Source: an optimization exercise on an open RTL-to-GDS flow (aim: small area, a short achievable clock period and few clock cycles per item). Production flows keep margins and buffers that such runs may drop. Function was checked by simulation only, so behaviour that the tests miss may differ from the original.

===== flow/run.sh =====
#!/bin/bash
# synth_recipe.tcl (not shown) runs the flow's synth.tcl, then flattens the netlist and writes it again
# the make line also repeats each setting of config.mk as NAME=value (left out here)
make -C /OpenROAD-flow-scripts/flow DESIGN_CONFIG=/design/flow/config.mk WORK_HOME=/design/flow/orfs CLKGATE_MAP_FILE= SYNTH_SCRIPT=/design/flow/synth_recipe.tcl finish

===== flow/config.mk =====
export PLATFORM = sky130hd
export DESIGN_NAME = nbu_int_reduce
export DESIGN_NICKNAME = nbu_int_reduce
export VERILOG_FILES = /design/flow/design.v
export SDC_FILE = /design/flow/constraint.sdc
export NUM_CORES = 4
export LEC_CHECK = 0
export CAP_MARGIN = 20
export CORE_MARGIN = 2
export CORE_UTILIZATION = 40
export PLACE_DENSITY = 0.6
export SLEW_MARGIN = 20

===== flow/constraint.sdc =====
create_clock -name core_clock -period 18.0 [get_ports {clk}]
set_input_delay 3.6000 -clock core_clock [delete_from_list [all_inputs] [get_ports {clk}]]
set_output_delay 3.6000 -clock core_clock [all_outputs]
set_load 0.01 [all_outputs]

===== flow/design.v =====
module nbu_int_reduce #(
    parameter integer LANES = 4   
) (
    input  wire          clk,
    input  wire          rst,         
    input  wire          start,       
    input  wire [1:0]    op,          
    input  wire [2:0]    fmt,         
    input  wire          uns,         
    input  wire          sat,         
    input  wire          in_valid,    
    input  wire          in_last,     
    input  wire [16*LANES-1:0] x,           
    input  wire [16*LANES-1:0] w,           
    output reg           done,
    output wire [64*LANES-1:0] acc_out,  
    output wire [31:0]   hred_out
);
    localparam [1:0] OP_RSUM = 2'd1;
    localparam [1:0] OP_RMAX = 2'd2;
    localparam [1:0] OP_DOTW = 2'd3;
    localparam [2:0] FMT_INT16 = 3'd0;
    localparam [2:0] FMT_INT8  = 3'd3;
    localparam [2:0] FMT_INT4  = 3'd4;
    reg        busy;
    reg [1:0]  op_q;
    reg [2:0]  fmt_q;
    reg        uns_q;
    reg        sat_q;
    reg [31:0] ac0 [0:LANES-1];
    reg [31:0] ac1 [0:LANES-1];
    wire        is_max   = (op_q == OP_RMAX);
    wire [31:0] identity = (op == OP_RMAX) ? 32'h8000_0000 : 32'h0000_0000;
    function automatic [31:0] acc_add(input [31:0] a, input [33:0] v, input s);
        reg [34:0] sum;
        begin
            sum = {{3{a[31]}}, a} + {v[33], v};
            if (s && (sum[34:31] != 4'b0000) && (sum[34:31] != 4'b1111))
                acc_add = sum[34] ? 32'h8000_0000 : 32'h7FFF_FFFF;
            else
                acc_add = sum[31:0];
        end
    endfunction
    function automatic [31:0] max32(input [31:0] a, input [31:0] b);
        begin
            max32 = ($signed(b) > $signed(a)) ? b : a;
        end
    endfunction
    function automatic [31:0] comb(input [31:0] a, input [31:0] b,
                                   input is_m, input s);
        begin
            comb = is_m ? max32(a, b) : acc_add(a, {{2{b[31]}}, b}, s);
        end
    endfunction
    genvar l;
    generate
        for (l = 0; l < LANES; l = l + 1) begin : lane
            wire signed [15:0] x16 = x[16*l +: 16];
            wire signed [15:0] w16 = w[16*l +: 16];
            wire signed [31:0] p16 = x16 * w16;
            wire signed [8:0] x8a = {~uns_q & x[16*l + 7],  x[16*l      +: 8]};
            wire signed [8:0] x8b = {~uns_q & x[16*l + 15], x[16*l + 8  +: 8]};
            wire signed [8:0] w8a = {~uns_q & w[16*l + 7],  w[16*l      +: 8]};
            wire signed [8:0] w8b = {~uns_q & w[16*l + 15], w[16*l + 8  +: 8]};
            wire signed [17:0] p8a = x8a * w8a;
            wire signed [17:0] p8b = x8b * w8b;
            wire signed [18:0] d8  = p8a + p8b;
            wire signed [4:0] x4a = {~uns_q & x[16*l + 3],  x[16*l      +: 4]};
            wire signed [4:0] x4b = {~uns_q & x[16*l + 7],  x[16*l + 4  +: 4]};
            wire signed [4:0] x4c = {~uns_q & x[16*l + 11], x[16*l + 8  +: 4]};
            wire signed [4:0] x4d = {~uns_q & x[16*l + 15], x[16*l + 12 +: 4]};
            wire signed [4:0] w4a = {~uns_q & w[16*l + 3],  w[16*l      +: 4]};
            wire signed [4:0] w4b = {~uns_q & w[16*l + 7],  w[16*l + 4  +: 4]};
            wire signed [4:0] w4c = {~uns_q & w[16*l + 11], w[16*l + 8  +: 4]};
            wire signed [4:0] w4d = {~uns_q & w[16*l + 15], w[16*l + 12 +: 4]};
            wire signed [9:0]  p4a = x4a * w4a;
            wire signed [9:0]  p4b = x4b * w4b;
            wire signed [9:0]  p4c = x4c * w4c;
            wire signed [9:0]  p4d = x4d * w4d;
            wire signed [11:0] d4  = 12'(p4a) + 12'(p4b) + 12'(p4c) + 12'(p4d);
            wire signed [8:0] r8lo = {~uns_q & x[8*l + 7],       x[8*l       +: 8]};
            wire signed [8:0] r8hi = {~uns_q & x[8*(LANES+l) + 7], x[8*(LANES+l) +: 8]};
            reg signed [33:0] v0;
            always @(*) begin
                case ({op_q, fmt_q})
                    {OP_RSUM, FMT_INT16}: v0 = x16;
                    {OP_RSUM, FMT_INT8}:  v0 = r8lo;
                    {OP_DOTW, FMT_INT16}: v0 = p16;
                    {OP_DOTW, FMT_INT8}:  v0 = d8;
                    {OP_DOTW, FMT_INT4}:  v0 = d4;
                    default:              v0 = 34'sd0;
                endcase
            end
            wire [31:0] ac0_sum = acc_add(ac0[l], v0, sat_q);
            wire [31:0] ac0_max = max32(ac0[l], {{16{x16[15]}}, x16});
            wire [31:0] ac1_sum = acc_add(ac1[l], {{25{r8hi[8]}}, r8hi}, sat_q);
            wire        rsum8   = (op_q == OP_RSUM) && (fmt_q == FMT_INT8);
            always @(posedge clk) begin
                if (start) begin
                    ac0[l] <= identity;
                    ac1[l] <= identity;
                end else if (busy && in_valid) begin
                    ac0[l] <= is_max ? ac0_max : ac0_sum;
                    if (rsum8)
                        ac1[l] <= ac1_sum;
                end
            end
            assign acc_out[32*l       +: 32] = ac0[l];
            assign acc_out[32*(LANES+l) +: 32] = ac1[l];
        end
    endgenerate
    always @(posedge clk) begin
        if (start) begin
            op_q  <= op;
            fmt_q <= fmt;
            uns_q <= uns;
            sat_q <= sat;
        end
    end
    always @(posedge clk) begin
        if (rst) begin
            busy <= 1'b0;
            done <= 1'b0;
        end else if (start) begin
            busy <= 1'b1;
            done <= 1'b0;
        end else if (busy && in_valid && in_last) begin
            busy <= 1'b0;
            done <= 1'b1;
        end
    end
    wire [31:0] t0 [0:2*LANES-2];
    wire [31:0] t1 [0:2*LANES-2];
    genvar j;
    generate
        for (j = 0; j < LANES; j = j + 1) begin : leaves
            assign t0[j] = ac0[j];
            assign t1[j] = ac1[j];
        end
        for (j = 0; j < LANES-1; j = j + 1) begin : nodes
            assign t0[LANES+j] = comb(t0[2*j], t0[2*j+1], is_max, sat_q);
            assign t1[LANES+j] = comb(t1[2*j], t1[2*j+1], is_max, sat_q);
        end
    endgenerate
    assign hred_out = ((op_q == OP_RSUM) && (fmt_q == FMT_INT8))
                    ? comb(t0[2*LANES-2], t1[2*LANES-2], is_max, sat_q)
                    : t0[2*LANES-2];
endmodule

==> flow_metrics.py <==
metrics = {
    "status": {
        "outcome": "finished clean",
    },
    "layout": {
        "filler_cell_count": 32100,
        "area_growth_pct": 8.56,
        "regArea_um2": 7940,
        "multi_input_area_um2": 108000,
        "layout-drive-gt1-share_pct": 3.41,
        "post_layout_nets": 19000,
    },
    "drt": {
        "detail_route.first_pass.iterations": 6,
        "totalWireLength_um": 492000,
        "drc": 0,
        "wl_per_cell_um": 25.4,
        "detail_route.vias_per_cell": 5.50,
        "routed-via-count": 106000,
        "ant_nets": 0,
        "drt_iter0_markers": 9965,
    },
    "floorplan": {
        "die_outline_area_um2": 328000,
        "floorplan.initialDensity_pct": 40.2,
        "dieWidth_um": 573,
        "core-area_um2": 321000,
        "dieHeight_um": 573,
        "top_ports": 429,
        "rows": 208,
    },
    "grt": {
        "global_route_wire_length_before_repair_um": 723000,
        "number_of_antenna_violations_at_the_first_check_in_global_routing": 41,
        "number_of_global_route_vias_before_repair": 107000,
        "grt_util_all_layers_pct": 30.0,
        "gr-total-overflow": 0,
        "grt_max_degree": 114,
    },
    "setup_path": {
        "slowest_delay_ns": 0.68,
        "path_class": "register to output pin",
        "worst_r2r_startpoint": "uns_q",
        "crit_path_end_kind": "output pin",
        "cp_max_fo": 31,
        "most_repeated_library_cell_on_the_critical_path": "sky130_fd_sc_hd__a21oi_1",
        "worstPathArrival_ns": 13.64,
        "timing.critical_path.required_ns": 14.40,
        "ff2ff_setup_slack_ns": 5.08,
        "r2r_cells": 37,
        "crit-reg2reg-capture": "ac0[2][29]",
        "timing.critical_path.from_type": "register",
        "critical-path-slowest-cell": "sky130_fd_sc_hd__o221ai_1",
    },
    "timing": {
        "unrepaired_setup_endpoints_after_global_routing": "false",
        "total_setup_violations_reported_at_the_end_of_the_flow": 0,
        "max_transition_viols_final": 0,
        "tightestPinTransition_ns": 1.30,
        "worst_slew_margin_rel_pct": 12.8,
        "clock.fmax_mhz": 58.0,
        "final.min_clock_period_ns": 17.24,
        "clock_skew_ns": 0.0212,
        "timing_hold_violations_final": 0,
        "min_period_over_period_pct": 95.8,
        "finalSetupTns_ns": 0,
        "timing.hold.ws_ns": 0.515,
    },
    "clocking": {
        "clock_path_buffers": 3,
        "cts.hold.buffers_added": 0,
        "worstSkewPairLatency_ns": 0.62,
        "tritoncts.num_buffers": 37,
        "ctsRootBufferMaster": "sky130_fd_sc_hd__clkbuf_16",
        "clk_pin_slew_ns": 0.06,
        "cts_tree": "yes",
        "cts-htree-levels": 2,
        "cts_num_sinks": 265,
    },
    "hold_path": {
        "worstHoldEndpoint": "done",
        "timing.hold.worst.start": "done",
        "holdCritPathClass": "register to register",
        "timing.hold.worst_path_depth": 2,
    },
    "logic_synthesis": {
        "synth-edff-count": 263,
        "synthCells": 14800,
        "ys_seq_elements": 265,
        "syn_area_um2": 129000,
        "yosysUniqueCellTypes": 97,
        "synth_area_per_cell_um2": 8.75,
        "synth-seq-area-share_pct": 6.14,
        "syn_nets": 18800,
        "prevailing_post_synth_register_cell": "sky130_fd_sc_hd__edfxtp_1",
        "yosys_warnings": 3,
        "ys_async_sr_fraction_pct": 0,
    },
    "place": {
        "io_buffers": 428,
        "dp_hpwl_um": 419000,
        "gpl.final_weighted_congestion": 1.04,
    },
    "flow_run": {
        "max_cap_viol_count": 0,
    },
}
[cell usage after synthesis, drive strengths merged (67+ instances only)]
master | number | area [µm²]
and2 | 496 | 3100
nor2b | 126 | 788
fa | 2255 | 45100
nor2 | 772 | 2900
nand2b | 169 | 1060
a21o | 396 | 2970
nand2 | 1012 | 3800
a21oi | 844 | 4220
xor2 | 213 | 1870
inv | 3192 | 12000
mux2i | 136 | 1370
a211oi | 95 | 713
o21bai | 152 | 1140
o21a | 110 | 826
nor3 | 156 | 781
and3 | 67 | 419
or2 | 85 | 532
nand3 | 106 | 531
o21ai | 547 | 2740
clkbuf | 449 | 1690
edfxtp | 263 | 7900
ha | 1645 | 20600
xnor2 | 510 | 4470
nand4 | 87 | 544
a31oi | 75 | 469
[worst max path at each step]
stage | start | endpoint | slack [ns] | depth (start not counted)
CTS | ac0[2][0] | hred_out[10] | 0.54 | 41
finish | ac0[2][0] | hred_out[21] | 0.76 | 39
floorplan | ac0[2][0] | hred_out[11] | 3.95 | 45
global route | ac0[2][0] | hred_out[2] | 0.07 | 40
global placement | ac0[2][0] | hred_out[10] | 1.27 | 42
detailed placement | ac0[2][0] | hred_out[10] | 1.24 | 41
[critical path: cells and delay by family, from the launching register on]
family / cells / cell delay (ns)
and+or+nand+nor: 7 / 2.44
AOI/OAI and AO/OA: 23 / 6.89
muxes: 2 / 0.71
DFF: 1 / 0.52
buffers and inverters: 2 / 0.82
adders and majority gates: 5 / 1.62
[layout make-up]
| type | count | area share (%) |
|---|---|---|
| Antenna cell | 23 | 0.0410 |
| Clock buffer | 43 | 0.691 |
| Clock inverter | 24 | 0.225 |
| Inverter | 3193 | 8.54 |
| Multi-Input combinational cell | 10800 | 76.8 |
| Sequential cell | 265 | 5.65 |
| Tap cell | 4305 | 3.84 |
| Timing Repair Buffer | 651 | 4.24 |
[sequential cells by signal, summed over array words and instances (netlist names)]
name / count
done: 1
ac1: 128
sat_q: 1
ac0: 128
busy: 1
uns_q: 1
op_q: 2
fmt_q: 3
[layer usage]
layer / GRT usage (%) / routed length [µm] / up-vias
li1: - / - / 48000
met1: 40.5 / 205000 / 53100
met2: 45.7 / 213000 / 4510
met3: 5.46 / 42600 / 801
met4: 15.6 / 31100 / 6
met5: 0.250 / 138 / -
[placed cells by master (no fill, tap or decap), types with 156 or more instances in the layout]
master	instances
sky130_fd_sc_hd__a21o_1	395
sky130_fd_sc_hd__clkdlybuf4s50_1	415
sky130_fd_sc_hd__inv_1	3191
sky130_fd_sc_hd__a21oi_1	839
sky130_fd_sc_hd__nor3_1	156
sky130_fd_sc_hd__nor2_1	767
sky130_fd_sc_hd__and2_1	493
sky130_fd_sc_hd__o21ai_0	530
sky130_fd_sc_hd__xnor2_1	510
sky130_fd_sc_hd__ha_1	1645
sky130_fd_sc_hd__xor2_1	213
sky130_fd_sc_hd__nand2b_1	166
sky130_fd_sc_hd__buf_4	219
sky130_fd_sc_hd__fa_1	2255
sky130_fd_sc_hd__edfxtp_1	263
sky130_fd_sc_hd__nand2_1	1009
[cell families after synthesis]
| group | synth area share (%) |
|---|---|
| adder cells (fa/ha/maj) | 50.8 |
| buffers and inverters | 10.7 |
| AND/OR/NAND/NOR | 12.1 |
| AO/OA/AOI/OAI | 14.1 |
| XOR/XNOR | 4.90 |
| flip-flops | 6.14 |
| multiplexers | 1.26 |
[what timing repair did]
action                                  CTS  global route
hold endpoints to repair                  0             0
endpoints found under the setup margin    0            32
setup buffers                             0             6
gates resized for setup                   0             4
[through the flow]
step | worst slack [ns] | cells | cell area [µm²] | utilization [%]
final | 0.756 | 19300 | 140000 | 43.7
after global routing | 0.0660 | 19300 | 140000 | 43.7
after CTS | 0.539 | 19300 | 140000 | 43.6
after detailed placement | 1.24 | 19200 | 139000 | 43.2
after global placement | 1.27 | 19200 | 139000 | 43.2
after floorplan | 3.95 | 14800 | 129000 | -
Testbench counts, summed over its fixed seeds: cycles 6,755, items 384.

port drivers added, routing unchanged:
The flow's constraints put no driver on any port. The routed layout listed below was extracted and timed again, unchanged, in two steps. Step 1 sets driving cells, clkbuf_16 on the clock port and buf_2 on the other inputs (assumed; they add their load-dependent delay and slew). Step 2, shift: input delay + t, output delay - t, t = (earliest + latest rising clock arrival at the registers) / 2. This alone moves slack from input paths to output paths. Three values: no drivers, after step 1, after step 2; two values: the first two.
shift t [ns]: 0.673
setup slack, ns: 0.756 / 0.695 / 1.369
worst setup path at the end: register to output
latest minus earliest clock arrival (ns): 0.021 / 0.021
slew at the worst register clock pin (ns): 0.07 / 0.07
After both steps setup and hold are still met in this run. The setup slack of this run moves by -0.061 ns with the drivers and by +0.613 ns with both steps.
